This is an optimization exercise on Yosys and OpenROAD, whose aim is small area and a short achievable clock period, not a production implementation. Function was checked by simulation only, so behaviour that the tests miss may differ from the original.

$ cat flow/design.v
module memi_bch79 (
    input  wire        clk,
    input  wire        rst_n,
    input  wire        enc_valid,
    input  wire [63:0] enc_data,
    output reg         enc_out_valid,
    output reg  [78:0] enc_code,
    input  wire        dec_valid,
    input  wire [78:0] dec_code,
    output reg         dec_out_valid,
    output reg  [63:0] dec_data,
    output reg  [1:0]  dec_status
);
    function [6:0] gf_mul;
        input [6:0] a;
        input [6:0] b;
        integer k;
        reg [6:0] acc;
        reg [6:0] sh;
        begin
            acc = 7'd0;
            sh  = a;
            for (k = 0; k < 7; k = k + 1) begin
                if (b[k]) acc = acc ^ sh;
                sh = {sh[5:0], 1'b0} ^ (sh[6] ? 7'h09 : 7'h00);
            end
            gf_mul = acc;
        end
    endfunction
    wire [13:0] enc_chk;
    wire enc_par;
    wire ex0 = enc_data[17] ^ enc_data[43];
    wire ex1 = enc_data[14] ^ enc_data[3];
    wire ex2 = enc_data[0] ^ enc_data[22];
    wire ex3 = enc_data[13] ^ enc_data[46];
    wire ex4 = enc_data[27] ^ enc_data[33];
    wire ex5 = enc_data[30] ^ enc_data[44];
    wire ex6 = enc_data[1] ^ enc_data[23];
    wire ex7 = enc_data[31] ^ enc_data[47];
    wire ex8 = enc_data[37] ^ enc_data[62];
    wire ex9 = enc_data[2] ^ enc_data[24];
    wire ex10 = enc_data[38] ^ enc_data[63];
    wire ex11 = enc_data[25] ^ enc_data[26];
    wire ex12 = enc_data[32] ^ enc_data[4];
    wire ex13 = enc_data[18] ^ enc_data[5];
    wire ex14 = enc_data[29] ^ enc_data[45];
    wire ex15 = enc_data[48] ^ enc_data[61];
    wire ex16 = enc_data[50] ^ enc_data[53];
    wire ex17 = enc_data[56] ^ ex1;
    wire ex18 = enc_data[28] ^ enc_data[59];
    wire ex19 = enc_data[10] ^ enc_data[54];
    wire ex20 = enc_data[49] ^ enc_data[57];
    wire ex21 = enc_data[11] ^ enc_data[55];
    wire ex22 = enc_data[12] ^ enc_data[58];
    wire ex23 = enc_data[42] ^ enc_data[6];
    wire ex24 = enc_data[9] ^ ex0;
    wire ex25 = ex14 ^ ex4;
    wire ex26 = ex16 ^ ex2;
    wire ex27 = enc_data[39] ^ ex6;
    wire ex28 = enc_data[7] ^ ex8;
    wire ex29 = enc_data[40] ^ ex9;
    wire ex30 = enc_data[41] ^ ex3;
    wire ex31 = ex5 ^ ex7;
    wire ex32 = enc_data[35] ^ enc_data[60];
    wire ex33 = enc_data[34] ^ ex18;
    wire ex34 = ex15 ^ ex19;
    wire ex35 = enc_data[21] ^ ex10;
    wire ex36 = ex11 ^ ex12;
    wire ex37 = enc_data[20] ^ ex28;
    wire ex38 = enc_data[15] ^ enc_data[19];
    wire ex39 = enc_data[52] ^ enc_data[8];
    wire ex40 = enc_data[16] ^ enc_data[50];
    wire ex41 = enc_data[14] ^ ex13;
    wire ex42 = ex20 ^ ex21;
    wire ex43 = enc_data[61] ^ ex23;
    wire ex44 = ex22 ^ ex40;
    wire ex45 = enc_data[51] ^ ex24;
    wire ex46 = ex27 ^ ex32;
    wire ex47 = enc_data[36] ^ ex29;
    wire ex48 = enc_data[60] ^ ex35;
    wire ex49 = ex30 ^ ex42;
    wire ex50 = ex17 ^ ex31;
    wire ex51 = enc_data[5] ^ enc_data[58];
    wire ex52 = enc_data[30] ^ enc_data[43];
    wire ex53 = enc_data[22] ^ enc_data[55];
    wire ex54 = enc_data[26] ^ enc_data[49];
    wire ex55 = enc_data[10] ^ enc_data[4];
    wire ex56 = enc_data[42] ^ enc_data[47];
    wire ex57 = enc_data[57] ^ ex3;
    wire ex58 = enc_data[6] ^ ex15;
    wire ex59 = enc_data[13] ^ ex0;
    wire ex60 = enc_data[38] ^ ex4;
    wire ex61 = enc_data[40] ^ ex39;
    wire ex62 = ex38 ^ ex52;
    wire ex63 = enc_data[25] ^ ex10;
    wire ex64 = enc_data[23] ^ ex13;
    wire ex65 = enc_data[0] ^ ex1;
    wire ex66 = enc_data[29] ^ ex21;
    wire ex67 = enc_data[2] ^ ex22;
    wire ex68 = enc_data[62] ^ ex11;
    wire ex69 = ex12 ^ ex54;
    wire ex70 = enc_data[27] ^ ex23;
    wire ex71 = enc_data[37] ^ ex33;
    wire ex72 = enc_data[39] ^ ex26;
    wire ex73 = ex25 ^ ex41;
    wire ex74 = ex26 ^ ex60;
    wire ex75 = ex34 ^ ex61;
    wire ex76 = enc_data[32] ^ ex25;
    wire ex77 = enc_data[41] ^ ex44;
    wire ex78 = enc_data[46] ^ ex43;
    wire ex79 = ex27 ^ ex63;
    wire ex80 = enc_data[9] ^ ex29;
    wire ex81 = enc_data[24] ^ ex30;
    wire ex82 = ex31 ^ ex36;
    wire ex83 = ex24 ^ ex33;
    wire ex84 = enc_data[63] ^ ex17;
    wire ex85 = ex45 ^ ex58;
    wire ex86 = enc_data[16] ^ ex37;
    wire ex87 = enc_data[54] ^ ex48;
    wire ex88 = ex47 ^ ex62;
    wire ex89 = ex50 ^ ex53;
    wire ex90 = ex37 ^ ex65;
    wire ex91 = ex46 ^ ex68;
    wire ex92 = enc_data[15] ^ ex49;
    wire ex_enc_chk_0_0 = enc_data[8] ^ ex38;
    wire ex_enc_chk_0_1 = ex5 ^ ex57;
    wire ex_enc_chk_0_2 = ex_enc_chk_0_0 ^ ex71;
    wire ex_enc_chk_0_3 = ex72 ^ ex73;
    wire ex_enc_chk_0_4 = ex_enc_chk_0_1 ^ ex85;
    wire ex_enc_chk_0_5 = ex_enc_chk_0_2 ^ ex_enc_chk_0_3;
    assign enc_chk[0] = ex_enc_chk_0_4 ^ ex_enc_chk_0_5;
    wire ex_enc_chk_1_0 = enc_data[59] ^ ex20;
    wire ex_enc_chk_1_1 = ex51 ^ ex7;
    wire ex_enc_chk_1_2 = ex59 ^ ex_enc_chk_1_0;
    wire ex_enc_chk_1_3 = ex_enc_chk_1_1 ^ ex46;
    wire ex_enc_chk_1_4 = ex74 ^ ex75;
    wire ex_enc_chk_1_5 = ex_enc_chk_1_2 ^ ex86;
    wire ex_enc_chk_1_6 = ex_enc_chk_1_3 ^ ex_enc_chk_1_4;
    assign enc_chk[1] = ex_enc_chk_1_5 ^ ex_enc_chk_1_6;
    wire ex_enc_chk_2_0 = ex2 ^ ex51;
    wire ex_enc_chk_2_1 = ex6 ^ ex8;
    wire ex_enc_chk_2_2 = ex_enc_chk_2_0 ^ ex_enc_chk_2_1;
    wire ex_enc_chk_2_3 = ex49 ^ ex76;
    wire ex_enc_chk_2_4 = ex_enc_chk_2_2 ^ ex87;
    wire ex_enc_chk_2_5 = ex88 ^ ex_enc_chk_2_3;
    assign enc_chk[2] = ex_enc_chk_2_4 ^ ex_enc_chk_2_5;
    wire ex_enc_chk_3_0 = enc_data[20] ^ enc_data[33];
    wire ex_enc_chk_3_1 = ex9 ^ ex_enc_chk_3_0;
    wire ex_enc_chk_3_2 = ex_enc_chk_3_1 ^ ex71;
    wire ex_enc_chk_3_3 = ex77 ^ ex78;
    wire ex_enc_chk_3_4 = ex79 ^ ex89;
    wire ex_enc_chk_3_5 = ex_enc_chk_3_2 ^ ex_enc_chk_3_3;
    assign enc_chk[3] = ex_enc_chk_3_4 ^ ex_enc_chk_3_5;
    wire ex_enc_chk_4_0 = enc_data[19] ^ enc_data[21];
    wire ex_enc_chk_4_1 = enc_data[28] ^ enc_data[8];
    wire ex_enc_chk_4_2 = ex32 ^ ex_enc_chk_4_0;
    wire ex_enc_chk_4_3 = ex_enc_chk_4_1 ^ ex28;
    wire ex_enc_chk_4_4 = ex36 ^ ex64;
    wire ex_enc_chk_4_5 = ex_enc_chk_4_2 ^ ex50;
    wire ex_enc_chk_4_6 = ex74 ^ ex78;
    wire ex_enc_chk_4_7 = ex80 ^ ex_enc_chk_4_3;
    wire ex_enc_chk_4_8 = ex_enc_chk_4_4 ^ ex_enc_chk_4_5;
    wire ex_enc_chk_4_9 = ex_enc_chk_4_6 ^ ex_enc_chk_4_7;
    assign enc_chk[4] = ex_enc_chk_4_8 ^ ex_enc_chk_4_9;
    wire ex_enc_chk_5_0 = enc_data[17] ^ enc_data[18];
    wire ex_enc_chk_5_1 = enc_data[36] ^ enc_data[59];
    wire ex_enc_chk_5_2 = ex10 ^ ex16;
    wire ex_enc_chk_5_3 = ex19 ^ ex6;
    wire ex_enc_chk_5_4 = ex_enc_chk_5_0 ^ ex_enc_chk_5_1;
    wire ex_enc_chk_5_5 = ex_enc_chk_5_2 ^ ex_enc_chk_5_3;
    wire ex_enc_chk_5_6 = ex_enc_chk_5_4 ^ ex81;
    wire ex_enc_chk_5_7 = ex82 ^ ex_enc_chk_5_5;
    wire ex_enc_chk_5_8 = ex90 ^ ex_enc_chk_5_6;
    assign enc_chk[5] = ex_enc_chk_5_7 ^ ex_enc_chk_5_8;
    wire ex_enc_chk_6_0 = enc_data[1] ^ ex9;
    wire ex_enc_chk_6_1 = ex26 ^ ex43;
    wire ex_enc_chk_6_2 = ex57 ^ ex66;
    wire ex_enc_chk_6_3 = ex_enc_chk_6_0 ^ ex82;
    wire ex_enc_chk_6_4 = ex83 ^ ex_enc_chk_6_1;
    wire ex_enc_chk_6_5 = ex_enc_chk_6_2 ^ ex87;
    wire ex_enc_chk_6_6 = ex_enc_chk_6_3 ^ ex_enc_chk_6_4;
    assign enc_chk[6] = ex_enc_chk_6_5 ^ ex_enc_chk_6_6;
    wire ex_enc_chk_7_0 = enc_data[43] ^ enc_data[51];
    wire ex_enc_chk_7_1 = enc_data[7] ^ ex13;
    wire ex_enc_chk_7_2 = ex_enc_chk_7_0 ^ ex34;
    wire ex_enc_chk_7_3 = ex67 ^ ex_enc_chk_7_1;
    wire ex_enc_chk_7_4 = ex76 ^ ex_enc_chk_7_2;
    wire ex_enc_chk_7_5 = ex_enc_chk_7_3 ^ ex89;
    wire ex_enc_chk_7_6 = ex91 ^ ex_enc_chk_7_4;
    assign enc_chk[7] = ex_enc_chk_7_5 ^ ex_enc_chk_7_6;
    wire ex_enc_chk_8_0 = enc_data[31] ^ enc_data[52];
    wire ex_enc_chk_8_1 = ex8 ^ ex_enc_chk_8_0;
    wire ex_enc_chk_8_2 = ex64 ^ ex66;
    wire ex_enc_chk_8_3 = ex69 ^ ex_enc_chk_8_1;
    wire ex_enc_chk_8_4 = ex45 ^ ex47;
    wire ex_enc_chk_8_5 = ex72 ^ ex84;
    wire ex_enc_chk_8_6 = ex_enc_chk_8_2 ^ ex_enc_chk_8_3;
    wire ex_enc_chk_8_7 = ex_enc_chk_8_4 ^ ex_enc_chk_8_5;
    assign enc_chk[8] = ex_enc_chk_8_6 ^ ex_enc_chk_8_7;
    wire ex_enc_chk_9_0 = enc_data[12] ^ ex12;
    wire ex_enc_chk_9_1 = ex14 ^ ex2;
    wire ex_enc_chk_9_2 = ex17 ^ ex_enc_chk_9_0;
    wire ex_enc_chk_9_3 = ex_enc_chk_9_1 ^ ex75;
    wire ex_enc_chk_9_4 = ex79 ^ ex81;
    wire ex_enc_chk_9_5 = ex83 ^ ex_enc_chk_9_2;
    wire ex_enc_chk_9_6 = ex_enc_chk_9_3 ^ ex_enc_chk_9_4;
    assign enc_chk[9] = ex_enc_chk_9_5 ^ ex_enc_chk_9_6;
    wire ex_enc_chk_10_0 = enc_data[29] ^ enc_data[33];
    wire ex_enc_chk_10_1 = enc_data[53] ^ ex5;
    wire ex_enc_chk_10_2 = ex55 ^ ex56;
    wire ex_enc_chk_10_3 = ex_enc_chk_10_0 ^ ex41;
    wire ex_enc_chk_10_4 = ex_enc_chk_10_1 ^ ex_enc_chk_10_2;
    wire ex_enc_chk_10_5 = ex80 ^ ex_enc_chk_10_3;
    wire ex_enc_chk_10_6 = ex_enc_chk_10_4 ^ ex91;
    wire ex_enc_chk_10_7 = ex92 ^ ex_enc_chk_10_5;
    assign enc_chk[10] = ex_enc_chk_10_6 ^ ex_enc_chk_10_7;
    wire ex_enc_chk_11_0 = enc_data[11] ^ enc_data[34];
    wire ex_enc_chk_11_1 = enc_data[45] ^ enc_data[5];
    wire ex_enc_chk_11_2 = ex11 ^ ex7;
    wire ex_enc_chk_11_3 = ex_enc_chk_11_0 ^ ex_enc_chk_11_1;
    wire ex_enc_chk_11_4 = ex34 ^ ex70;
    wire ex_enc_chk_11_5 = ex_enc_chk_11_2 ^ ex_enc_chk_11_3;
    wire ex_enc_chk_11_6 = ex77 ^ ex84;
    wire ex_enc_chk_11_7 = ex_enc_chk_11_4 ^ ex_enc_chk_11_5;
    wire ex_enc_chk_11_8 = ex88 ^ ex_enc_chk_11_6;
    assign enc_chk[11] = ex_enc_chk_11_7 ^ ex_enc_chk_11_8;
    wire ex_enc_chk_12_0 = enc_data[12] ^ enc_data[3];
    wire ex_enc_chk_12_1 = enc_data[31] ^ enc_data[35];
    wire ex_enc_chk_12_2 = enc_data[44] ^ enc_data[48];
    wire ex_enc_chk_12_3 = enc_data[51] ^ ex0;
    wire ex_enc_chk_12_4 = ex18 ^ ex_enc_chk_12_0;
    wire ex_enc_chk_12_5 = ex_enc_chk_12_1 ^ ex_enc_chk_12_2;
    wire ex_enc_chk_12_6 = ex36 ^ ex70;
    wire ex_enc_chk_12_7 = ex_enc_chk_12_3 ^ ex_enc_chk_12_4;
    wire ex_enc_chk_12_8 = ex_enc_chk_12_5 ^ ex_enc_chk_12_6;
    wire ex_enc_chk_12_9 = ex_enc_chk_12_7 ^ ex86;
    wire ex_enc_chk_12_10 = ex92 ^ ex_enc_chk_12_8;
    assign enc_chk[12] = ex_enc_chk_12_9 ^ ex_enc_chk_12_10;
    wire ex_enc_chk_13_0 = enc_data[28] ^ enc_data[36];
    wire ex_enc_chk_13_1 = enc_data[44] ^ enc_data[56];
    wire ex_enc_chk_13_2 = enc_data[7] ^ ex39;
    wire ex_enc_chk_13_3 = ex56 ^ ex_enc_chk_13_0;
    wire ex_enc_chk_13_4 = ex_enc_chk_13_1 ^ ex44;
    wire ex_enc_chk_13_5 = ex59 ^ ex69;
    wire ex_enc_chk_13_6 = ex_enc_chk_13_2 ^ ex_enc_chk_13_3;
    wire ex_enc_chk_13_7 = ex48 ^ ex73;
    wire ex_enc_chk_13_8 = ex_enc_chk_13_4 ^ ex_enc_chk_13_5;
    wire ex_enc_chk_13_9 = ex_enc_chk_13_6 ^ ex_enc_chk_13_7;
    assign enc_chk[13] = ex_enc_chk_13_8 ^ ex_enc_chk_13_9;
    wire ex_enc_par_0 = enc_data[1] ^ enc_data[11];
    wire ex_enc_par_1 = enc_data[19] ^ enc_data[52];
    wire ex_enc_par_2 = ex20 ^ ex55;
    wire ex_enc_par_3 = ex_enc_par_0 ^ ex_enc_par_1;
    wire ex_enc_par_4 = ex25 ^ ex35;
    wire ex_enc_par_5 = ex67 ^ ex_enc_par_2;
    wire ex_enc_par_6 = ex_enc_par_3 ^ ex_enc_par_4;
    wire ex_enc_par_7 = ex_enc_par_5 ^ ex85;
    wire ex_enc_par_8 = ex90 ^ ex_enc_par_6;
    assign enc_par = ex_enc_par_7 ^ ex_enc_par_8;
    always @(posedge clk) begin
        enc_out_valid <= rst_n & enc_valid;
        enc_code      <= {enc_par, enc_chk, enc_data};
    end
    wire [6:0] s1_c, s3_c;
    wire p_ca, p_cb;
    wire sx0 = dec_code[41] ^ dec_code[61];
    wire sx1 = dec_code[10] ^ dec_code[37];
    wire sx2 = dec_code[44] ^ dec_code[58];
    wire sx3 = dec_code[11] ^ dec_code[24];
    wire sx4 = dec_code[16] ^ dec_code[23];
    wire sx5 = dec_code[36] ^ dec_code[9];
    wire sx6 = dec_code[42] ^ dec_code[59];
    wire sx7 = dec_code[43] ^ dec_code[62];
    wire sx8 = dec_code[46] ^ dec_code[60];
    wire sx9 = dec_code[19] ^ dec_code[3];
    wire sx10 = dec_code[38] ^ sx1;
    wire sx11 = sx0 ^ sx2;
    wire sx12 = dec_code[5] ^ dec_code[53];
    wire sx13 = dec_code[2] ^ dec_code[25];
    wire sx14 = dec_code[47] ^ dec_code[72];
    wire sx15 = dec_code[12] ^ dec_code[26];
    wire sx16 = dec_code[35] ^ sx4;
    wire sx17 = dec_code[45] ^ sx6;
    wire sx18 = dec_code[13] ^ dec_code[27];
    wire sx19 = dec_code[14] ^ dec_code[17];
    wire sx20 = dec_code[40] ^ dec_code[57];
    wire sx21 = dec_code[55] ^ dec_code[63];
    wire sx22 = dec_code[15] ^ dec_code[18];
    wire sx23 = dec_code[54] ^ dec_code[6];
    wire sx24 = dec_code[34] ^ dec_code[39];
    wire sx25 = dec_code[48] ^ dec_code[73];
    wire sx26 = dec_code[71] ^ sx5;
    wire sx27 = dec_code[32] ^ sx9;
    wire sx28 = dec_code[20] ^ sx3;
    wire sx29 = dec_code[0] ^ dec_code[7];
    wire sx30 = dec_code[1] ^ dec_code[28];
    wire sx31 = dec_code[33] ^ dec_code[4];
    wire sx32 = dec_code[52] ^ dec_code[77];
    wire sx33 = dec_code[8] ^ sx18;
    wire sx34 = sx20 ^ sx8;
    wire sx35 = dec_code[29] ^ sx13;
    wire sx36 = dec_code[22] ^ sx15;
    wire sx37 = sx17 ^ sx7;
    wire sx38 = dec_code[31] ^ sx11;
    wire sx39 = dec_code[56] ^ sx10;
    wire sx40 = dec_code[49] ^ dec_code[74];
    wire sx41 = dec_code[51] ^ sx12;
    wire sx42 = dec_code[21] ^ sx24;
    wire sx43 = dec_code[69] ^ sx21;
    wire sx44 = sx14 ^ sx25;
    wire sx45 = dec_code[75] ^ sx26;
    wire sx46 = sx16 ^ sx29;
    wire sx47 = sx28 ^ sx31;
    wire sx48 = dec_code[11] ^ dec_code[30];
    wire sx49 = dec_code[50] ^ dec_code[68];
    wire sx50 = sx19 ^ sx30;
    wire sx51 = dec_code[76] ^ sx22;
    wire sx52 = dec_code[67] ^ sx40;
    wire sx53 = dec_code[4] ^ sx32;
    wire sx54 = dec_code[13] ^ sx27;
    wire sx55 = dec_code[5] ^ sx35;
    wire sx56 = sx11 ^ sx43;
    wire sx57 = dec_code[70] ^ sx36;
    wire sx58 = dec_code[64] ^ sx37;
    wire sx59 = sx33 ^ sx46;
    wire sx60 = sx23 ^ sx38;
    wire sx61 = sx42 ^ sx55;
    wire sx62 = dec_code[42] ^ dec_code[8];
    wire sx63 = dec_code[26] ^ dec_code[47];
    wire sx64 = dec_code[57] ^ dec_code[7];
    wire sx65 = dec_code[61] ^ dec_code[66];
    wire sx66 = dec_code[77] ^ dec_code[9];
    wire sx67 = dec_code[14] ^ dec_code[76];
    wire sx68 = dec_code[52] ^ dec_code[58];
    wire sx69 = dec_code[25] ^ dec_code[73];
    wire sx70 = dec_code[28] ^ dec_code[38];
    wire sx71 = dec_code[36] ^ dec_code[62];
    wire sx72 = dec_code[0] ^ dec_code[22];
    wire sx73 = dec_code[1] ^ dec_code[45];
    wire sx74 = dec_code[51] ^ dec_code[53];
    wire sx75 = sx0 ^ sx12;
    wire sx76 = dec_code[12] ^ sx14;
    wire sx77 = dec_code[63] ^ sx7;
    wire sx78 = dec_code[65] ^ sx8;
    wire sx79 = dec_code[50] ^ sx22;
    wire sx80 = sx25 ^ sx63;
    wire sx81 = sx48 ^ sx66;
    wire sx82 = dec_code[75] ^ sx49;
    wire sx83 = sx23 ^ sx68;
    wire sx84 = dec_code[54] ^ sx32;
    wire sx85 = dec_code[71] ^ sx74;
    wire sx86 = dec_code[39] ^ sx41;
    wire sx87 = sx15 ^ sx52;
    wire sx88 = sx34 ^ sx41;
    wire sx89 = dec_code[10] ^ sx53;
    wire sx90 = sx19 ^ sx27;
    wire sx91 = sx26 ^ sx72;
    wire sx92 = sx28 ^ sx9;
    wire sx93 = sx44 ^ sx84;
    wire sx94 = sx13 ^ sx16;
    wire sx95 = dec_code[19] ^ sx51;
    wire sx96 = sx38 ^ sx54;
    wire sx97 = sx39 ^ sx86;
    wire sx98 = sx45 ^ sx87;
    wire sx99 = sx39 ^ sx47;
    wire sx100 = sx56 ^ sx69;
    wire sx_s1_c_0_0 = dec_code[30] ^ dec_code[32];
    wire sx_s1_c_0_1 = dec_code[37] ^ dec_code[48];
    wire sx_s1_c_0_2 = sx21 ^ sx3;
    wire sx_s1_c_0_3 = sx_s1_c_0_0 ^ sx_s1_c_0_1;
    wire sx_s1_c_0_4 = sx34 ^ sx50;
    wire sx_s1_c_0_5 = sx75 ^ sx_s1_c_0_2;
    wire sx_s1_c_0_6 = sx_s1_c_0_3 ^ sx45;
    wire sx_s1_c_0_7 = sx_s1_c_0_4 ^ sx_s1_c_0_5;
    wire sx_s1_c_0_8 = sx58 ^ sx59;
    wire sx_s1_c_0_9 = sx_s1_c_0_6 ^ sx_s1_c_0_7;
    assign s1_c[0] = sx_s1_c_0_8 ^ sx_s1_c_0_9;
    wire sx_s1_c_1_0 = dec_code[24] ^ dec_code[33];
    wire sx_s1_c_1_1 = dec_code[49] ^ sx5;
    wire sx_s1_c_1_2 = sx62 ^ sx_s1_c_1_0;
    wire sx_s1_c_1_3 = sx35 ^ sx50;
    wire sx_s1_c_1_4 = sx51 ^ sx76;
    wire sx_s1_c_1_5 = sx77 ^ sx78;
    wire sx_s1_c_1_6 = sx_s1_c_1_1 ^ sx_s1_c_1_2;
    wire sx_s1_c_1_7 = sx39 ^ sx_s1_c_1_3;
    wire sx_s1_c_1_8 = sx_s1_c_1_4 ^ sx_s1_c_1_5;
    wire sx_s1_c_1_9 = sx_s1_c_1_6 ^ sx60;
    wire sx_s1_c_1_10 = sx_s1_c_1_7 ^ sx_s1_c_1_8;
    assign s1_c[1] = sx_s1_c_1_9 ^ sx_s1_c_1_10;
    wire sx_s1_c_2_0 = dec_code[16] ^ dec_code[44];
    wire sx_s1_c_2_1 = sx21 ^ sx24;
    wire sx_s1_c_2_2 = sx64 ^ sx65;
    wire sx_s1_c_2_3 = sx_s1_c_2_0 ^ sx10;
    wire sx_s1_c_2_4 = sx35 ^ sx79;
    wire sx_s1_c_2_5 = sx80 ^ sx81;
    wire sx_s1_c_2_6 = sx_s1_c_2_1 ^ sx_s1_c_2_2;
    wire sx_s1_c_2_7 = sx37 ^ sx54;
    wire sx_s1_c_2_8 = sx_s1_c_2_3 ^ sx_s1_c_2_4;
    wire sx_s1_c_2_9 = sx_s1_c_2_5 ^ sx_s1_c_2_6;
    wire sx_s1_c_2_10 = sx_s1_c_2_7 ^ sx_s1_c_2_8;
    assign s1_c[2] = sx_s1_c_2_9 ^ sx_s1_c_2_10;
    wire sx_s1_c_3_0 = dec_code[20] ^ dec_code[23];
    wire sx_s1_c_3_1 = dec_code[24] ^ dec_code[55];
    wire sx_s1_c_3_2 = sx30 ^ sx31;
    wire sx_s1_c_3_3 = sx6 ^ sx64;
    wire sx_s1_c_3_4 = sx_s1_c_3_0 ^ sx_s1_c_3_1;
    wire sx_s1_c_3_5 = sx_s1_c_3_2 ^ sx_s1_c_3_3;
    wire sx_s1_c_3_6 = sx_s1_c_3_4 ^ sx_s1_c_3_5;
    wire sx_s1_c_3_7 = sx96 ^ sx97;
    wire sx_s1_c_3_8 = sx98 ^ sx_s1_c_3_6;
    assign s1_c[3] = sx_s1_c_3_7 ^ sx_s1_c_3_8;
    wire sx_s1_c_4_0 = dec_code[32] ^ dec_code[60];
    wire sx_s1_c_4_1 = dec_code[72] ^ sx20;
    wire sx_s1_c_4_2 = sx67 ^ sx_s1_c_4_0;
    wire sx_s1_c_4_3 = sx33 ^ sx82;
    wire sx_s1_c_4_4 = sx83 ^ sx_s1_c_4_1;
    wire sx_s1_c_4_5 = sx_s1_c_4_2 ^ sx37;
    wire sx_s1_c_4_6 = sx_s1_c_4_3 ^ sx_s1_c_4_4;
    wire sx_s1_c_4_7 = sx61 ^ sx99;
    wire sx_s1_c_4_8 = sx_s1_c_4_5 ^ sx_s1_c_4_6;
    assign s1_c[4] = sx_s1_c_4_7 ^ sx_s1_c_4_8;
    wire sx_s1_c_5_0 = dec_code[15] ^ dec_code[3];
    wire sx_s1_c_5_1 = dec_code[33] ^ dec_code[35];
    wire sx_s1_c_5_2 = dec_code[43] ^ dec_code[59];
    wire sx_s1_c_5_3 = dec_code[6] ^ dec_code[7];
    wire sx_s1_c_5_4 = sx67 ^ sx70;
    wire sx_s1_c_5_5 = sx_s1_c_5_0 ^ sx_s1_c_5_1;
    wire sx_s1_c_5_6 = sx_s1_c_5_2 ^ sx_s1_c_5_3;
    wire sx_s1_c_5_7 = sx36 ^ sx42;
    wire sx_s1_c_5_8 = sx81 ^ sx_s1_c_5_4;
    wire sx_s1_c_5_9 = sx_s1_c_5_5 ^ sx_s1_c_5_6;
    wire sx_s1_c_5_10 = sx88 ^ sx_s1_c_5_7;
    wire sx_s1_c_5_11 = sx_s1_c_5_8 ^ sx_s1_c_5_9;
    wire sx_s1_c_5_12 = sx100 ^ sx_s1_c_5_10;
    assign s1_c[5] = sx_s1_c_5_11 ^ sx_s1_c_5_12;
    wire sx_s1_c_6_0 = dec_code[15] ^ dec_code[29];
    wire sx_s1_c_6_1 = dec_code[40] ^ dec_code[47];
    wire sx_s1_c_6_2 = dec_code[56] ^ dec_code[60];
    wire sx_s1_c_6_3 = dec_code[74] ^ sx24;
    wire sx_s1_c_6_4 = sx71 ^ sx_s1_c_6_0;
    wire sx_s1_c_6_5 = sx_s1_c_6_1 ^ sx_s1_c_6_2;
    wire sx_s1_c_6_6 = sx17 ^ sx_s1_c_6_3;
    wire sx_s1_c_6_7 = sx_s1_c_6_4 ^ sx_s1_c_6_5;
    wire sx_s1_c_6_8 = sx57 ^ sx89;
    wire sx_s1_c_6_9 = sx_s1_c_6_6 ^ sx_s1_c_6_7;
    wire sx_s1_c_6_10 = sx59 ^ sx60;
    wire sx_s1_c_6_11 = sx_s1_c_6_8 ^ sx_s1_c_6_9;
    assign s1_c[6] = sx_s1_c_6_10 ^ sx_s1_c_6_11;
    wire sx_s3_c_0_0 = dec_code[69] ^ sx40;
    wire sx_s3_c_0_1 = sx75 ^ sx80;
    wire sx_s3_c_0_2 = sx83 ^ sx_s3_c_0_0;
    wire sx_s3_c_0_3 = sx47 ^ sx90;
    wire sx_s3_c_0_4 = sx91 ^ sx_s3_c_0_1;
    wire sx_s3_c_0_5 = sx_s3_c_0_2 ^ sx58;
    wire sx_s3_c_0_6 = sx_s3_c_0_3 ^ sx_s3_c_0_4;
    assign s3_c[0] = sx_s3_c_0_5 ^ sx_s3_c_0_6;
    wire sx_s3_c_1_0 = dec_code[17] ^ dec_code[59];
    wire sx_s3_c_1_1 = dec_code[68] ^ dec_code[77];
    wire sx_s3_c_1_2 = sx71 ^ sx73;
    wire sx_s3_c_1_3 = sx_s3_c_1_0 ^ sx_s3_c_1_1;
    wire sx_s3_c_1_4 = sx43 ^ sx76;
    wire sx_s3_c_1_5 = sx_s3_c_1_2 ^ sx_s3_c_1_3;
    wire sx_s3_c_1_6 = sx46 ^ sx92;
    wire sx_s3_c_1_7 = sx_s3_c_1_4 ^ sx_s3_c_1_5;
    wire sx_s3_c_1_8 = sx60 ^ sx97;
    wire sx_s3_c_1_9 = sx_s3_c_1_6 ^ sx_s3_c_1_7;
    assign s3_c[1] = sx_s3_c_1_8 ^ sx_s3_c_1_9;
    wire sx_s3_c_2_0 = dec_code[57] ^ sx18;
    wire sx_s3_c_2_1 = sx19 ^ sx4;
    wire sx_s3_c_2_2 = sx70 ^ sx8;
    wire sx_s3_c_2_3 = sx77 ^ sx_s3_c_2_0;
    wire sx_s3_c_2_4 = sx_s3_c_2_1 ^ sx_s3_c_2_2;
    wire sx_s3_c_2_5 = sx92 ^ sx93;
    wire sx_s3_c_2_6 = sx_s3_c_2_3 ^ sx_s3_c_2_4;
    wire sx_s3_c_2_7 = sx61 ^ sx98;
    wire sx_s3_c_2_8 = sx_s3_c_2_5 ^ sx_s3_c_2_6;
    assign s3_c[2] = sx_s3_c_2_7 ^ sx_s3_c_2_8;
    wire sx_s3_c_3_0 = dec_code[21] ^ dec_code[23];
    wire sx_s3_c_3_1 = dec_code[27] ^ dec_code[34];
    wire sx_s3_c_3_2 = dec_code[52] ^ sx1;
    wire sx_s3_c_3_3 = sx14 ^ sx29;
    wire sx_s3_c_3_4 = sx3 ^ sx73;
    wire sx_s3_c_3_5 = sx_s3_c_3_0 ^ sx_s3_c_3_1;
    wire sx_s3_c_3_6 = sx78 ^ sx79;
    wire sx_s3_c_3_7 = sx_s3_c_3_2 ^ sx_s3_c_3_3;
    wire sx_s3_c_3_8 = sx_s3_c_3_4 ^ sx_s3_c_3_5;
    wire sx_s3_c_3_9 = sx45 ^ sx57;
    wire sx_s3_c_3_10 = sx90 ^ sx_s3_c_3_6;
    wire sx_s3_c_3_11 = sx_s3_c_3_7 ^ sx_s3_c_3_8;
    wire sx_s3_c_3_12 = sx100 ^ sx_s3_c_3_9;
    wire sx_s3_c_3_13 = sx_s3_c_3_10 ^ sx_s3_c_3_11;
    assign s3_c[3] = sx_s3_c_3_12 ^ sx_s3_c_3_13;
    wire sx_s3_c_4_0 = dec_code[18] ^ dec_code[21];
    wire sx_s3_c_4_1 = dec_code[68] ^ dec_code[70];
    wire sx_s3_c_4_2 = sx62 ^ sx_s3_c_4_0;
    wire sx_s3_c_4_3 = sx_s3_c_4_1 ^ sx44;
    wire sx_s3_c_4_4 = sx_s3_c_4_2 ^ sx88;
    wire sx_s3_c_4_5 = sx89 ^ sx94;
    wire sx_s3_c_4_6 = sx_s3_c_4_3 ^ sx96;
    wire sx_s3_c_4_7 = sx_s3_c_4_4 ^ sx_s3_c_4_5;
    assign s3_c[4] = sx_s3_c_4_6 ^ sx_s3_c_4_7;
    wire sx_s3_c_5_0 = dec_code[2] ^ dec_code[34];
    wire sx_s3_c_5_1 = dec_code[55] ^ dec_code[61];
    wire sx_s3_c_5_2 = dec_code[67] ^ sx12;
    wire sx_s3_c_5_3 = sx2 ^ sx23;
    wire sx_s3_c_5_4 = sx48 ^ sx49;
    wire sx_s3_c_5_5 = sx7 ^ sx_s3_c_5_0;
    wire sx_s3_c_5_6 = sx_s3_c_5_1 ^ sx10;
    wire sx_s3_c_5_7 = sx16 ^ sx34;
    wire sx_s3_c_5_8 = sx53 ^ sx_s3_c_5_2;
    wire sx_s3_c_5_9 = sx_s3_c_5_3 ^ sx_s3_c_5_4;
    wire sx_s3_c_5_10 = sx_s3_c_5_5 ^ sx91;
    wire sx_s3_c_5_11 = sx95 ^ sx_s3_c_5_6;
    wire sx_s3_c_5_12 = sx_s3_c_5_7 ^ sx_s3_c_5_8;
    wire sx_s3_c_5_13 = sx_s3_c_5_9 ^ sx_s3_c_5_10;
    wire sx_s3_c_5_14 = sx_s3_c_5_11 ^ sx_s3_c_5_12;
    assign s3_c[5] = sx_s3_c_5_13 ^ sx_s3_c_5_14;
    wire sx_s3_c_6_0 = dec_code[46] ^ dec_code[62];
    wire sx_s3_c_6_1 = dec_code[74] ^ sx30;
    wire sx_s3_c_6_2 = sx65 ^ sx_s3_c_6_0;
    wire sx_s3_c_6_3 = sx17 ^ sx33;
    wire sx_s3_c_6_4 = sx44 ^ sx85;
    wire sx_s3_c_6_5 = sx_s3_c_6_1 ^ sx_s3_c_6_2;
    wire sx_s3_c_6_6 = sx57 ^ sx94;
    wire sx_s3_c_6_7 = sx95 ^ sx_s3_c_6_3;
    wire sx_s3_c_6_8 = sx_s3_c_6_4 ^ sx_s3_c_6_5;
    wire sx_s3_c_6_9 = sx99 ^ sx_s3_c_6_6;
    wire sx_s3_c_6_10 = sx_s3_c_6_7 ^ sx_s3_c_6_8;
    assign s3_c[6] = sx_s3_c_6_9 ^ sx_s3_c_6_10;
    wire sx_p_ca_0 = dec_code[30] ^ dec_code[31];
    wire sx_p_ca_1 = dec_code[6] ^ sx22;
    wire sx_p_ca_2 = sx5 ^ sx_p_ca_0;
    wire sx_p_ca_3 = sx10 ^ sx27;
    wire sx_p_ca_4 = sx36 ^ sx50;
    wire sx_p_ca_5 = sx_p_ca_1 ^ sx_p_ca_2;
    wire sx_p_ca_6 = sx47 ^ sx_p_ca_3;
    wire sx_p_ca_7 = sx_p_ca_4 ^ sx_p_ca_5;
    wire sx_p_ca_8 = sx59 ^ sx61;
    wire sx_p_ca_9 = sx_p_ca_6 ^ sx_p_ca_7;
    assign p_ca = sx_p_ca_8 ^ sx_p_ca_9;
    wire sx_p_cb_0 = dec_code[56] ^ dec_code[65];
    wire sx_p_cb_1 = dec_code[66] ^ dec_code[70];
    wire sx_p_cb_2 = dec_code[76] ^ dec_code[78];
    wire sx_p_cb_3 = sx_p_cb_0 ^ sx_p_cb_1;
    wire sx_p_cb_4 = sx_p_cb_2 ^ sx34;
    wire sx_p_cb_5 = sx52 ^ sx82;
    wire sx_p_cb_6 = sx85 ^ sx_p_cb_3;
    wire sx_p_cb_7 = sx56 ^ sx93;
    wire sx_p_cb_8 = sx_p_cb_4 ^ sx_p_cb_5;
    wire sx_p_cb_9 = sx_p_cb_6 ^ sx58;
    wire sx_p_cb_10 = sx_p_cb_7 ^ sx_p_cb_8;
    assign p_cb = sx_p_cb_9 ^ sx_p_cb_10;
    reg        v1;
    reg [63:0] d1;
    reg [6:0]  u_q, s3_q;
    reg        p_qa, p_qb;     
    wire       p_q = p_qa ^ p_qb;
    always @(posedge clk) begin
        v1   <= rst_n & dec_valid;
        d1   <= dec_code[63:0];
        u_q  <= s1_c;
        s3_q <= s3_c;
        p_qa <= p_ca;
        p_qb <= p_cb;
    end
    wire [127:0] u_oh = 128'd1 << u_q;
    wire [6:0] w_inv3;
    assign w_inv3[0] = |(u_oh & 128'h85171f397d3521e1ec0715d9c155d956);
    assign w_inv3[1] = |(u_oh & 128'h77bca8c40edde83cfa9b8fae20590f0);
    assign w_inv3[2] = |(u_oh & 128'hd3d8a3c4b729aac8883ed3b1ef77e000);
    assign w_inv3[3] = |(u_oh & 128'h9d7459fd639529fbdb72e2c062284688);
    assign w_inv3[4] = |(u_oh & 128'h76d02a17ab13d34bf22b331b534913bc);
    assign w_inv3[5] = |(u_oh & 128'h7a55ce6bcde0f5c45424a2b9e9a25f80);
    assign w_inv3[6] = |(u_oh & 128'h4ae285f65b8d65a17edf971ddc8880a0);
    function in_range;
        input [6:0] x;
        begin
            case (x)
                7'd1, 7'd2, 7'd4, 7'd8, 7'd16, 7'd32, 7'd64, 7'd9, 7'd18, 7'd36, 7'd72, 7'd25, 7'd50, 7'd100, 7'd65, 7'd11, 7'd22, 7'd44, 7'd88, 7'd57, 7'd114, 7'd109, 7'd83, 7'd47, 7'd94, 7'd53, 7'd106, 7'd93, 7'd51, 7'd102, 7'd69, 7'd3, 7'd6, 7'd12, 7'd24, 7'd48, 7'd96, 7'd73, 7'd27, 7'd54, 7'd108, 7'd81, 7'd43, 7'd86, 7'd37, 7'd74, 7'd29, 7'd58, 7'd116, 7'd97, 7'd75, 7'd31, 7'd62, 7'd124, 7'd113, 7'd107, 7'd95, 7'd55, 7'd110, 7'd85, 7'd35, 7'd70, 7'd5, 7'd10, 7'd20, 7'd40, 7'd80, 7'd41, 7'd82, 7'd45, 7'd90, 7'd61, 7'd122, 7'd125, 7'd115, 7'd111, 7'd87, 7'd39: in_range = 1'b1;
                default: in_range = 1'b0;
            endcase
        end
    endfunction
    wire [6:0] ls [0:6];
    wire [6:0] ts;
    assign ls[0][0] = ^(s3_q & 7'h0);
    assign ls[0][1] = ^(s3_q & 7'h5c);
    assign ls[0][2] = ^(s3_q & 7'h58);
    assign ls[0][3] = ^(s3_q & 7'h60);
    assign ls[0][4] = ^(s3_q & 7'h16);
    assign ls[0][5] = ^(s3_q & 7'h68);
    assign ls[0][6] = ^(s3_q & 7'h48);
    assign ts[0] = ^(s3_q & 7'h1);
    assign ls[1][0] = ^(s3_q & 7'h0);
    assign ls[1][1] = ^(s3_q & 7'h6e);
    assign ls[1][2] = ^(s3_q & 7'h6c);
    assign ls[1][3] = ^(s3_q & 7'h30);
    assign ls[1][4] = ^(s3_q & 7'hb);
    assign ls[1][5] = ^(s3_q & 7'h74);
    assign ls[1][6] = ^(s3_q & 7'h64);
    assign ts[1] = ^(s3_q & 7'h40);
    assign ls[2][0] = ^(s3_q & 7'h0);
    assign ls[2][1] = ^(s3_q & 7'h77);
    assign ls[2][2] = ^(s3_q & 7'h76);
    assign ls[2][3] = ^(s3_q & 7'h18);
    assign ls[2][4] = ^(s3_q & 7'h5);
    assign ls[2][5] = ^(s3_q & 7'h3a);
    assign ls[2][6] = ^(s3_q & 7'h32);
    assign ts[2] = ^(s3_q & 7'h20);
    assign ls[3][0] = ^(s3_q & 7'h0);
    assign ls[3][1] = ^(s3_q & 7'h7b);
    assign ls[3][2] = ^(s3_q & 7'h3b);
    assign ls[3][3] = ^(s3_q & 7'h4c);
    assign ls[3][4] = ^(s3_q & 7'h42);
    assign ls[3][5] = ^(s3_q & 7'h5d);
    assign ls[3][6] = ^(s3_q & 7'h19);
    assign ts[3] = ^(s3_q & 7'h10);
    assign ls[4][0] = ^(s3_q & 7'h0);
    assign ls[4][1] = ^(s3_q & 7'h3d);
    assign ls[4][2] = ^(s3_q & 7'h1d);
    assign ls[4][3] = ^(s3_q & 7'h66);
    assign ls[4][4] = ^(s3_q & 7'h21);
    assign ls[4][5] = ^(s3_q & 7'h2e);
    assign ls[4][6] = ^(s3_q & 7'hc);
    assign ts[4] = ^(s3_q & 7'h8);
    assign ls[5][0] = ^(s3_q & 7'h0);
    assign ls[5][1] = ^(s3_q & 7'h1e);
    assign ls[5][2] = ^(s3_q & 7'he);
    assign ls[5][3] = ^(s3_q & 7'h33);
    assign ls[5][4] = ^(s3_q & 7'h50);
    assign ls[5][5] = ^(s3_q & 7'h57);
    assign ls[5][6] = ^(s3_q & 7'h46);
    assign ts[5] = ^(s3_q & 7'h44);
    assign ls[6][0] = ^(s3_q & 7'h0);
    assign ls[6][1] = ^(s3_q & 7'h4f);
    assign ls[6][2] = ^(s3_q & 7'h47);
    assign ls[6][3] = ^(s3_q & 7'h59);
    assign ls[6][4] = ^(s3_q & 7'h28);
    assign ls[6][5] = ^(s3_q & 7'h6b);
    assign ls[6][6] = ^(s3_q & 7'h23);
    assign ts[6] = ^(s3_q & 7'h22);
    wire [6:0] y_v = ({7{w_inv3[0]}} & ls[0]) ^ ({7{w_inv3[1]}} & ls[1]) ^
                     ({7{w_inv3[2]}} & ls[2]) ^ ({7{w_inv3[3]}} & ls[3]) ^
                     ({7{w_inv3[4]}} & ls[4]) ^ ({7{w_inv3[5]}} & ls[5]) ^
                     ({7{w_inv3[6]}} & ls[6]);
    wire       trc = ~^(w_inv3 & ts);
    reg        v2;
    reg [63:0] d2;
    reg [6:0]  u2, y2;
    reg        p2, trc2, u_nz2, s3_nz2;
    always @(posedge clk) begin
        v2     <= rst_n & v1;
        d2     <= d1;
        u2     <= u_q;
        y2     <= y_v;
        p2     <= p_q;
        trc2   <= trc;
        u_nz2  <= |u_q;
        s3_nz2 <= |s3_q;
    end
    wire [6:0] ubx [0:6];
    assign ubx[0][0] = ^(u2 & 7'h1);
    assign ubx[0][1] = ^(u2 & 7'h2);
    assign ubx[0][2] = ^(u2 & 7'h4);
    assign ubx[0][3] = ^(u2 & 7'h8);
    assign ubx[0][4] = ^(u2 & 7'h10);
    assign ubx[0][5] = ^(u2 & 7'h20);
    assign ubx[0][6] = ^(u2 & 7'h40);
    assign ubx[1][0] = ^(u2 & 7'h40);
    assign ubx[1][1] = ^(u2 & 7'h1);
    assign ubx[1][2] = ^(u2 & 7'h2);
    assign ubx[1][3] = ^(u2 & 7'h44);
    assign ubx[1][4] = ^(u2 & 7'h8);
    assign ubx[1][5] = ^(u2 & 7'h10);
    assign ubx[1][6] = ^(u2 & 7'h20);
    assign ubx[2][0] = ^(u2 & 7'h20);
    assign ubx[2][1] = ^(u2 & 7'h40);
    assign ubx[2][2] = ^(u2 & 7'h1);
    assign ubx[2][3] = ^(u2 & 7'h22);
    assign ubx[2][4] = ^(u2 & 7'h44);
    assign ubx[2][5] = ^(u2 & 7'h8);
    assign ubx[2][6] = ^(u2 & 7'h10);
    assign ubx[3][0] = ^(u2 & 7'h10);
    assign ubx[3][1] = ^(u2 & 7'h20);
    assign ubx[3][2] = ^(u2 & 7'h40);
    assign ubx[3][3] = ^(u2 & 7'h11);
    assign ubx[3][4] = ^(u2 & 7'h22);
    assign ubx[3][5] = ^(u2 & 7'h44);
    assign ubx[3][6] = ^(u2 & 7'h8);
    assign ubx[4][0] = ^(u2 & 7'h8);
    assign ubx[4][1] = ^(u2 & 7'h10);
    assign ubx[4][2] = ^(u2 & 7'h20);
    assign ubx[4][3] = ^(u2 & 7'h48);
    assign ubx[4][4] = ^(u2 & 7'h11);
    assign ubx[4][5] = ^(u2 & 7'h22);
    assign ubx[4][6] = ^(u2 & 7'h44);
    assign ubx[5][0] = ^(u2 & 7'h44);
    assign ubx[5][1] = ^(u2 & 7'h8);
    assign ubx[5][2] = ^(u2 & 7'h10);
    assign ubx[5][3] = ^(u2 & 7'h64);
    assign ubx[5][4] = ^(u2 & 7'h48);
    assign ubx[5][5] = ^(u2 & 7'h11);
    assign ubx[5][6] = ^(u2 & 7'h22);
    assign ubx[6][0] = ^(u2 & 7'h22);
    assign ubx[6][1] = ^(u2 & 7'h44);
    assign ubx[6][2] = ^(u2 & 7'h8);
    assign ubx[6][3] = ^(u2 & 7'h32);
    assign ubx[6][4] = ^(u2 & 7'h64);
    assign ubx[6][5] = ^(u2 & 7'h48);
    assign ubx[6][6] = ^(u2 & 7'h11);
    wire [6:0] x1  = ({7{y2[0]}} & ubx[0]) ^ ({7{y2[1]}} & ubx[1]) ^
                     ({7{y2[2]}} & ubx[2]) ^ ({7{y2[3]}} & ubx[3]) ^
                     ({7{y2[4]}} & ubx[4]) ^ ({7{y2[5]}} & ubx[5]) ^
                     ({7{y2[6]}} & ubx[6]);
    wire [6:0] x2  = x1 ^ u2;
    wire       u_nz  = u_nz2;
    wire       s3_nz = s3_nz2;
    wire       x1_z  = ~|x1;
    wire       in1   = in_range(x1);
    wire       in2   = in_range(x2);
    wire       ok    = u_nz & ~trc2 & in2 & ((in1 & ~p2) | x1_z);
    reg [7:0]  lo1, lo2;
    reg [15:0] hi1, hi2;
    integer i;
    always @* begin
        for (i = 0; i < 8; i = i + 1) begin
            lo1[i] = ok & (x1[2:0] == i);
            lo2[i] = ok & (x2[2:0] == i);
        end
        for (i = 0; i < 16; i = i + 1) begin
            hi1[i] = (x1[6:3] == i);
            hi2[i] = (x2[6:3] == i);
        end
    end
    wire [63:0] fix;
    assign fix[0] = (lo1[1] & hi1[8]) | (lo2[1] & hi2[8]);
    assign fix[1] = (lo1[3] & hi1[1]) | (lo2[3] & hi2[1]);
    assign fix[2] = (lo1[6] & hi1[2]) | (lo2[6] & hi2[2]);
    assign fix[3] = (lo1[4] & hi1[5]) | (lo2[4] & hi2[5]);
    assign fix[4] = (lo1[0] & hi1[11]) | (lo2[0] & hi2[11]);
    assign fix[5] = (lo1[1] & hi1[7]) | (lo2[1] & hi2[7]);
    assign fix[6] = (lo1[2] & hi1[14]) | (lo2[2] & hi2[14]);
    assign fix[7] = (lo1[5] & hi1[13]) | (lo2[5] & hi2[13]);
    assign fix[8] = (lo1[3] & hi1[10]) | (lo2[3] & hi2[10]);
    assign fix[9] = (lo1[7] & hi1[5]) | (lo2[7] & hi2[5]);
    assign fix[10] = (lo1[6] & hi1[11]) | (lo2[6] & hi2[11]);
    assign fix[11] = (lo1[5] & hi1[6]) | (lo2[5] & hi2[6]);
    assign fix[12] = (lo1[2] & hi1[13]) | (lo2[2] & hi2[13]);
    assign fix[13] = (lo1[5] & hi1[11]) | (lo2[5] & hi2[11]);
    assign fix[14] = (lo1[3] & hi1[6]) | (lo2[3] & hi2[6]);
    assign fix[15] = (lo1[6] & hi1[12]) | (lo2[6] & hi2[12]);
    assign fix[16] = (lo1[5] & hi1[8]) | (lo2[5] & hi2[8]);
    assign fix[17] = (lo1[3] & hi1[0]) | (lo2[3] & hi2[0]);
    assign fix[18] = (lo1[6] & hi1[0]) | (lo2[6] & hi2[0]);
    assign fix[19] = (lo1[4] & hi1[1]) | (lo2[4] & hi2[1]);
    assign fix[20] = (lo1[0] & hi1[3]) | (lo2[0] & hi2[3]);
    assign fix[21] = (lo1[0] & hi1[6]) | (lo2[0] & hi2[6]);
    assign fix[22] = (lo1[0] & hi1[12]) | (lo2[0] & hi2[12]);
    assign fix[23] = (lo1[1] & hi1[9]) | (lo2[1] & hi2[9]);
    assign fix[24] = (lo1[3] & hi1[3]) | (lo2[3] & hi2[3]);
    assign fix[25] = (lo1[6] & hi1[6]) | (lo2[6] & hi2[6]);
    assign fix[26] = (lo1[4] & hi1[13]) | (lo2[4] & hi2[13]);
    assign fix[27] = (lo1[1] & hi1[10]) | (lo2[1] & hi2[10]);
    assign fix[28] = (lo1[3] & hi1[5]) | (lo2[3] & hi2[5]);
    assign fix[29] = (lo1[6] & hi1[10]) | (lo2[6] & hi2[10]);
    assign fix[30] = (lo1[5] & hi1[4]) | (lo2[5] & hi2[4]);
    assign fix[31] = (lo1[2] & hi1[9]) | (lo2[2] & hi2[9]);
    assign fix[32] = (lo1[5] & hi1[3]) | (lo2[5] & hi2[3]);
    assign fix[33] = (lo1[2] & hi1[7]) | (lo2[2] & hi2[7]);
    assign fix[34] = (lo1[4] & hi1[14]) | (lo2[4] & hi2[14]);
    assign fix[35] = (lo1[1] & hi1[12]) | (lo2[1] & hi2[12]);
    assign fix[36] = (lo1[3] & hi1[9]) | (lo2[3] & hi2[9]);
    assign fix[37] = (lo1[7] & hi1[3]) | (lo2[7] & hi2[3]);
    assign fix[38] = (lo1[6] & hi1[7]) | (lo2[6] & hi2[7]);
    assign fix[39] = (lo1[4] & hi1[15]) | (lo2[4] & hi2[15]);
    assign fix[40] = (lo1[1] & hi1[14]) | (lo2[1] & hi2[14]);
    assign fix[41] = (lo1[3] & hi1[13]) | (lo2[3] & hi2[13]);
    assign fix[42] = (lo1[7] & hi1[11]) | (lo2[7] & hi2[11]);
    assign fix[43] = (lo1[7] & hi1[6]) | (lo2[7] & hi2[6]);
    assign fix[44] = (lo1[6] & hi1[13]) | (lo2[6] & hi2[13]);
    assign fix[45] = (lo1[5] & hi1[10]) | (lo2[5] & hi2[10]);
    assign fix[46] = (lo1[3] & hi1[4]) | (lo2[3] & hi2[4]);
    assign fix[47] = (lo1[6] & hi1[8]) | (lo2[6] & hi2[8]);
    assign fix[48] = (lo1[5] & hi1[0]) | (lo2[5] & hi2[0]);
    assign fix[49] = (lo1[2] & hi1[1]) | (lo2[2] & hi2[1]);
    assign fix[50] = (lo1[4] & hi1[2]) | (lo2[4] & hi2[2]);
    assign fix[51] = (lo1[0] & hi1[5]) | (lo2[0] & hi2[5]);
    assign fix[52] = (lo1[0] & hi1[10]) | (lo2[0] & hi2[10]);
    assign fix[53] = (lo1[1] & hi1[5]) | (lo2[1] & hi2[5]);
    assign fix[54] = (lo1[2] & hi1[10]) | (lo2[2] & hi2[10]);
    assign fix[55] = (lo1[5] & hi1[5]) | (lo2[5] & hi2[5]);
    assign fix[56] = (lo1[2] & hi1[11]) | (lo2[2] & hi2[11]);
    assign fix[57] = (lo1[5] & hi1[7]) | (lo2[5] & hi2[7]);
    assign fix[58] = (lo1[2] & hi1[15]) | (lo2[2] & hi2[15]);
    assign fix[59] = (lo1[5] & hi1[15]) | (lo2[5] & hi2[15]);
    assign fix[60] = (lo1[3] & hi1[14]) | (lo2[3] & hi2[14]);
    assign fix[61] = (lo1[7] & hi1[13]) | (lo2[7] & hi2[13]);
    assign fix[62] = (lo1[7] & hi1[10]) | (lo2[7] & hi2[10]);
    assign fix[63] = (lo1[7] & hi1[4]) | (lo2[7] & hi2[4]);
    reg [1:0] st;
    always @* begin
        if (ok)
            st = (x1_z & p2) ? 2'd1 : 2'd2;
        else if (!u_nz && !s3_nz)
            st = {1'b0, p2};
        else
            st = 2'd3;
    end
    always @(posedge clk) begin
        dec_out_valid <= rst_n & v2;
        dec_data      <= d2 ^ fix;
        dec_status    <= st;
    end
endmodule
$ cat flow/flow/run.sh
#!/bin/bash
# The standard ORFS layout (the standard.sh), with two changes:
# timing repair keeps a setup margin, so that paths are optimised well below
# the 20 ns clock, and the ports get plain buffers.
set -euo pipefail
bash standard.sh SETUP_SLACK_MARGIN=15.0 "BUFFER_PORTS_ARGS=-buffer_cell sky130_fd_sc_hd__buf_2"  finish > orfs_flow.log 2>&1
$ cat flow/standard.sh
#!/bin/bash
# synth_recipe.tcl (not shown) runs the flow's synth.tcl, then flattens the netlist and writes it again
# the make line also repeats each setting of config.mk as NAME=value (left out here)
make -C /OpenROAD-flow-scripts/flow DESIGN_CONFIG=/design/flow/config.mk WORK_HOME=/design/flow/orfs CLKGATE_MAP_FILE= SYNTH_SCRIPT=/design/flow/synth_recipe.tcl "${@:-finish}"
$ cat flow/config.mk
export PLATFORM = sky130hd
export DESIGN_NAME = memi_bch79
export DESIGN_NICKNAME = memi_bch79
export VERILOG_FILES = /design/flow/design.v
export SDC_FILE = /design/flow/constraint.sdc
export NUM_CORES = 4
export LEC_CHECK = 0
export CAP_MARGIN = 20
export CORE_MARGIN = 2
export CORE_UTILIZATION = 50
export SLEW_MARGIN = 20
$ cat flow/constraint.sdc
create_clock -name core_clock -period 20.0 [get_ports {clk}]
set_input_delay 4.0000 -clock core_clock [delete_from_list [all_inputs] [get_ports {clk}]]
set_output_delay 4.0000 -clock core_clock [all_outputs]
set_load 0.01 [all_outputs]
==> results of run 1 <==
## sequential cells by signal, summed over array words and instances (netlist names)
signal	cells
v1	1
p_qa	1
p2	1
y2	6
dec_data	64
u_nz2	1
dec_out_valid	1
dec_status	2
trc2	1
d1	64
s3_q	7
d2	64
p_qb	1
enc_out_valid	1
u2	7
enc_code	79
s3_nz2	1
v2	1
u_q	7
## layout by cell type (no fill, tap or decap), drive strengths merged, types with 30 or more instances in the layout
cell type  count
buf          328
xor2         129
o21ai         30
nand2        131
clkbuf        51
nor2          83
a21oi         42
dfxtp        310
inv           31
xnor2        540
a32oi         54
## Yosys cell counts, drive strengths merged (13+ instances only)
cell    number  area (sq um)
xnor2      540          4748
dfxtp      310          6206
nand2      131         491.7
xor2       129          1152
nor2        83         311.6
clkbuf      64         240.2
a32oi       54         473.0
a21oi       42         210.2
inv         30         112.6
o21ai       30         150.1
buf         27         153.9
nor2b       27         168.9
a22o        26         227.7
nor3        23         136.4
nand3       22         115.1
o22ai       15         93.84
a22oi       14         105.1
nand2b      14         87.58
ha          13         162.7
## worst max path at each step
stage / slack [ns] / cells after the start / end / startpoint
after detailed placement: 14.26 / 7 / s3_q[1] / dec_code[58]
after CTS: 14.92 / 1 / dec_data[56] / dec_data[56]
after global placement: 14.28 / 7 / u_q[6] / dec_code[58]
final: 14.95 / 1 / dec_data[7] / dec_data[7]
after floorplan: 14.65 / 7 / p_qb / dec_code[42]
after global routing: 14.92 / 1 / dec_data[56] / dec_data[56]
## metrics by stage
| step | instance area, sq um | hold slack, ns | util | setup WS, ns |
|---|---|---|---|---|
| after floorplan | 18360 | 0.3096 | - | 14.65 |
| after CTS | 21730 | 0.3261 | 0.6464 | 14.92 |
| after global routing | 22550 | 0.3301 | 0.6708 | 14.92 |
| after detailed placement | 20070 | 0.3121 | 0.5969 | 14.26 |
| after global placement | 20070 | 0.3102 | 0.5969 | 14.28 |
| final | 22550 | 0.3259 | 0.6708 | 14.95 |
## final cells by class
type	count	area (sq um)	area share
tap	448	560.5	0.02486
timing repair buffer	335	2318	0.1028
clock inverter	13	180.2	0.007990
sequential	310	6297	0.2793
clock buffer	44	924.6	0.04101
multi-input combinational	1359	12150	0.5387
inverter	31	120.1	0.005327
## cell families after synthesis
family          count (synthesis)  share of synthesized area
xor+xnor                      679                     0.3586
simple gates                  369                     0.1061
flops                         310                     0.3628
compound gates                280                     0.1228
buf+inv                       122                    0.02985
mux                            17                    0.01031
fa+ha+maj                      13                   0.009510
## what timing repair did
item | CTS | global route
resized for setup | 122 | 129
pin swaps | 10 | 57
endpoints found under the hold margin | 0 | 0
cloned | 1 | 0
endpoints found under the setup margin | 219 | 217
setup buffers | 5 | 27
## routing by layer
metal  GRT usage  wire length, um  vias up
met2      0.4818            25720      758
met4     0.07212             1217        0
li1            -                -     6608
met5           0                0        -
met1      0.4291            24120     6776
met3     0.05338             4905       98
==> impl_metrics.yaml, run 1 <==
status:
  status: "complete, no violations"
global_routing:
  grt_start_max_net_pins: 51
  grt_overflow: 0
  grt_pass1_vias: 13740
  grt_usage: 0.3033
  grt_pass1_wl_mm: 83.35
  antenna_found_initial: 0
sta:
  fmax_ghz: 0.1981
  rsz0062_at_grt: "true"
  tns_ns: 0
  worst_pin_slew_ns: 0.9693
  setup_violations: 0
  period_share: 0.2524
  relSlewSlack: 0.3514
  drv_slew: 0
  timing_hold_violations_final: 0
  fin_skew_ns: 0.01967
  period_minus_slack_ns: 5.049
critical_path:
  critPathKind: "register to output pin"
  start_kind: "register"
  slowest_stage: "dfxtp_2"
  required_ns: 16.00
  cp_top_family: "flip-flops"
  rr_endpoint: "dec_data[15]"
  reg2reg_depth: 15
  path_max_fanout: 1
  r2r_start: "y2[1]"
  crit_arrival_ns: 1.05
  worst-path-buf-inv: 1
  reg2reg_slack_ns: 15.07
  slowest_delay_ns: 0.36
  cp-end-kind: "output pin"
  cp_cell_sequence: "buf_6"
yosys:
  netlist_instances: 1790
  ys_warn_count: 1
  ys_async_sr_fraction: 0
  ys_ff_latch: 310
  synthFlopType: "dfxtp_1"
  synth_nets: 1950
  syn_area_per_cell_sq_um: 9.555
  yosysUniqueCellTypes: 79
  synth_edf_count: 0
  synthesis.area_sq_um: 17100
  synth-seq-area-share: 0.3628
floorplan:
  coreArea_sq_um: 33620
  fp.dieW_um: 189.0
  die_h_um: 189.0
  start_util: 0.5088
  dieArea_sq_um: 35700
  rows: 67
  io_pins: 294
clocking:
  numCtsBuffers: 31
  clk_path_buf_depth: 3
  clk_pin_slew_worst_paths_ns: 0.06
  clock_sinks: 310
  clk_latency_ns: 0.59
  h-tree-depth: 1
  cts_hold_buf: 0
  cts-root-buf: "clkbuf_16"
  cts_tree: "done"
routing:
  post_drt_wl_per_cell_um: 22.04
  drt_iter0_markers: 1420
  dr.pass1.iters: 5
  drc_errors: 0
  routed_via_density: 5.606
  ant_nets: 0
  drt_wl_total_mm: 55.97
  vias: 14240
final_layout:
  final_cells: 2540
  layout.nets: 2228
  drive_above_1_share: 0.3102
  n_antenna_cell: 0
  nFillCells: 2664
  syn_to_final_growth_pct: 31.84
worst_hold_path:
  holdPathStages: 0
  hold_class: "register to register"
  min_from: "d1[48]"
  hold_end: "d2[48]"
place:
  dpl.hpwl_mm: 43.15
  placedCellCount: 2450
  port_buffers: 293
  gp_congestion: 0.9549
run:
  max_cap_viol_count: 0
==> run 2, diff against run 1 <==
==> flow/flow/run.sh (replaced) <==
#!/bin/bash
# The standard ORFS layout (the standard.sh), with two changes:
# timing repair keeps a setup margin, so that paths are optimised well below
# the 20 ns clock, and the ports get plain buffers.
set -euo pipefail
bash standard.sh SETUP_SLACK_MARGIN=15.4 "BUFFER_PORTS_ARGS=-buffer_cell sky130_fd_sc_hd__buf_2"  finish > orfs_flow.log 2>&1
==> run 2 against run 1 <==
Fmax down 5.3%. Worst hold slack about the same. Register-to-register slack better by 0.48 ns. Die area unchanged. Clock skew up 0.0016 ns. Worst setup slack worse by 0.28 ns.
==> impl_metrics.yaml, run 2 <==
yosys:
  synthTopCellsByArea: "dfxtp_1, xnor2_1, xor2_1"
  ys_async_sr_fraction: 0
  yosysMostFrequentCell: "xnor2_1"
  netlist_instances: 1790
  syn_area_per_cell_sq_um: 9.555
  yosys.area.top_type: "dfxtp_1"
  yosys-top-cells-count: "xnor2_1, dfxtp_1, nand2_1, xor2_1, nor2_1"
  yosysTopAreaCellShare: 0.3628
  synth_edf_count: 0
  ys_ff_latch: 310
  synthesis.area_sq_um: 17100
  ys_warn_count: 1
  synth-seq-area-share: 0.3628
  synth_nets: 1950
  synthFlopType: "dfxtp_1"
  yosysUniqueCellTypes: 79
critical_path:
  slowest_delay_ns: 0.36
  path_max_fanout: 3
  required_ns: 20.49
  rr_endpoint: "dec_data[26]"
  r2r_start: "y2[1]"
  slowest_stage: "xnor2_2"
  worst-path-buf-inv: 1
  cp_cell_sequence: "buf_2, xor2_2, xnor2_2, xnor2_2, xnor2_2, xnor2_1, xor2_1"
  critPathKind: "input pin to register"
  cp_top_family: "XOR/XNOR gates"
  cpMostUsedCell: "xnor2_2"
  crit_arrival_ns: 5.82
  cp-end-kind: "register"
  start_kind: "input pin"
  reg2reg_slack_ns: 15.55
  reg2reg_depth: 12
  path_depth: 7
worst_hold_path:
  min_from: "d1[53]"
  hold_end: "d2[53]"
  holdPathStages: 0
  hold_class: "register to register"
global_routing:
  grt_pass1_wl_mm: 90.38
  grt_start_max_net_pins: 51
  antenna_found_initial: 2
  grt_pass1_vias: 14762
  grt_usage: 0.3293
  grt_overflow: 0
clocking:
  numCtsBuffers: 31
  h-tree-depth: 1
  clk_latency_ns: 0.60
  clock_sinks: 310
  clk_path_buf_depth: 3
  cts_tree: "done"
  cts-root-buf: "clkbuf_16"
  cts_hold_buf: 0
  clk_pin_slew_worst_paths_ns: 0.07
final_layout:
  largest_reg_flops: 79
  drive_above_1_share: 0.4226
  syn_to_final_growth_pct: 53.33
  final_cells: 2652
  final_cell_mix: "xnor2_1, dfxtp_1, xnor2_2, buf_6, nand2_1"
  design_area_sq_um: 26230
  largest-register: "enc_code"
  fin_util: 0.7801
  layout_commonest_cell: "xnor2_1"
  layout.nets: 2339
floorplan:
  coreArea_sq_um: 33620
  io_pins: 294
  fp.dieW_um: 189.0
  rows: 67
  die_h_um: 189.0
  start_util: 0.5088
  dieArea_sq_um: 35700
routing:
  met3_length_mm: 7.182
  ant_nets: 0
  drc_errors: 0
  drt_wl_total_mm: 74.46
  highest_layer: "met4"
  routedLengthMet1_mm: 27.57
  drt_iter0_markers: 1959
  routed_via_density: 6.073
  post_drt_wl_per_cell_um: 28.08
  vias: 16105
  dr_wl_met2_mm: 35.72
  dr.pass1.iters: 6
sta:
  worst_pin_slew_ns: 0.9943
  timing_hold_violations_final: 0
  drv_slew: 0
  rsz0062_at_grt: "true"
  setup_violations: 0
  fmax_ghz: 0.1875
  tns_ns: 0
  period_share: 0.2666
  fin_skew_ns: 0.02129
  timing.hold.ws_ns: 0.3263
  period_minus_slack_ns: 5.333
  relSlewSlack: 0.3347
status:
  status: "complete, no violations"
place:
  placedCellCount: 2450
  gp_congestion: 0.9549
  place_area_sq_um: 20070
  port_buffers: 293
  dpl.hpwl_mm: 43.15
run:
  max_cap_viol_count: 0
==> run 2: cell types whose count changed in the layout (fill, tap and decap cells not counted), sizes merged <==
cell and delta:
diode +1, clkbuf -4, buf +115
==> run 2: cell type report <==
class                   count  area, sq um
clock buffers              44        924.6
clock inverters            13        180.2
inverters                  31        120.1
repair buffers            446         4073
flip-flops and latches    310         6310
well taps                 448        560.5
fillers                  1836         7391
multi-input cells        1359        14050
diodes                      1        2.502
==> run 2: cells by family (layout without fill, tap and decap cells) <==
logic type | Yosys count | in the layout | synth area share
simple gates | 369 | 370 | 0.1061
mux | 17 | 17 | 0.01031
xor+xnor | 679 | 679 | 0.3586
flops | 310 | 310 | 0.3628
compound gates | 280 | 280 | 0.1228
buf+inv | 122 | 534 | 0.02985
other cells | 0 | 1 | 0
fa+ha+maj | 13 | 13 | 0.009510
==> run 2: per-layer routing <==
layer	global-route usage	up-vias
li1	-	6811
met2	0.5410	1174
met5	0	-
met1	0.4476	7836
met3	0.05765	284
met4	0.08954	0
==> run 2: worst max-delay path by stage <==
stage / from / to / slack, ns
after CTS: dec_data[56] / dec_data[56] / 14.92
after floorplan: dec_code[42] / p_qb / 14.65
after detailed placement: dec_code[58] / s3_q[1] / 14.26
after global routing: dec_code[25] / s3_q[3] / 14.74
after global placement: dec_code[58] / u_q[6] / 14.28
final: dec_code[25] / s3_q[3] / 14.67
==> run 2: timing repair <==
action | CTS | global route
cloned | 1 | 0
pin swaps | 209 | 186
setup endpoints to repair | 244 | 240
gates resized for setup | 469 | 252
buffers inserted | 93 | 50
==> run 2: per-stage QoR <==
stage | setup slack, ns
6_report | 14.67
3_5_place_dp | 14.26
5_1_grt | 14.74
3_3_place_gp | 14.28
4_1_cts | 14.92
2_1_floorplan | 14.65

==> separate check: timing with driven ports <==
Ports are ideal in the flow. The routed layouts listed here were re-timed in OpenROAD. Step 1, drivers: a clkbuf_16 drives clk and a buf_2 each remaining input, both assumed. Step 2, shift: input delay + t, output delay - t, t = (earliest + latest rising clock arrival at the registers) / 2. This alone moves slack from input paths to output paths. Three values: ideal ports, drivers, drivers and shift; two values: the first two.
run	t, ns	setup slack, ns	worst slew at a driven data input, ns
run 1	0.632	14.951 / 14.897 / 14.367	0.08
run 2	0.651	14.667 / 14.706 / 14.055	0.11
After both steps every run listed still meets setup and hold. For run 2, which loses most, drivers alone change the setup slack by +0.039 ns; drivers and shift together by -0.612 ns.
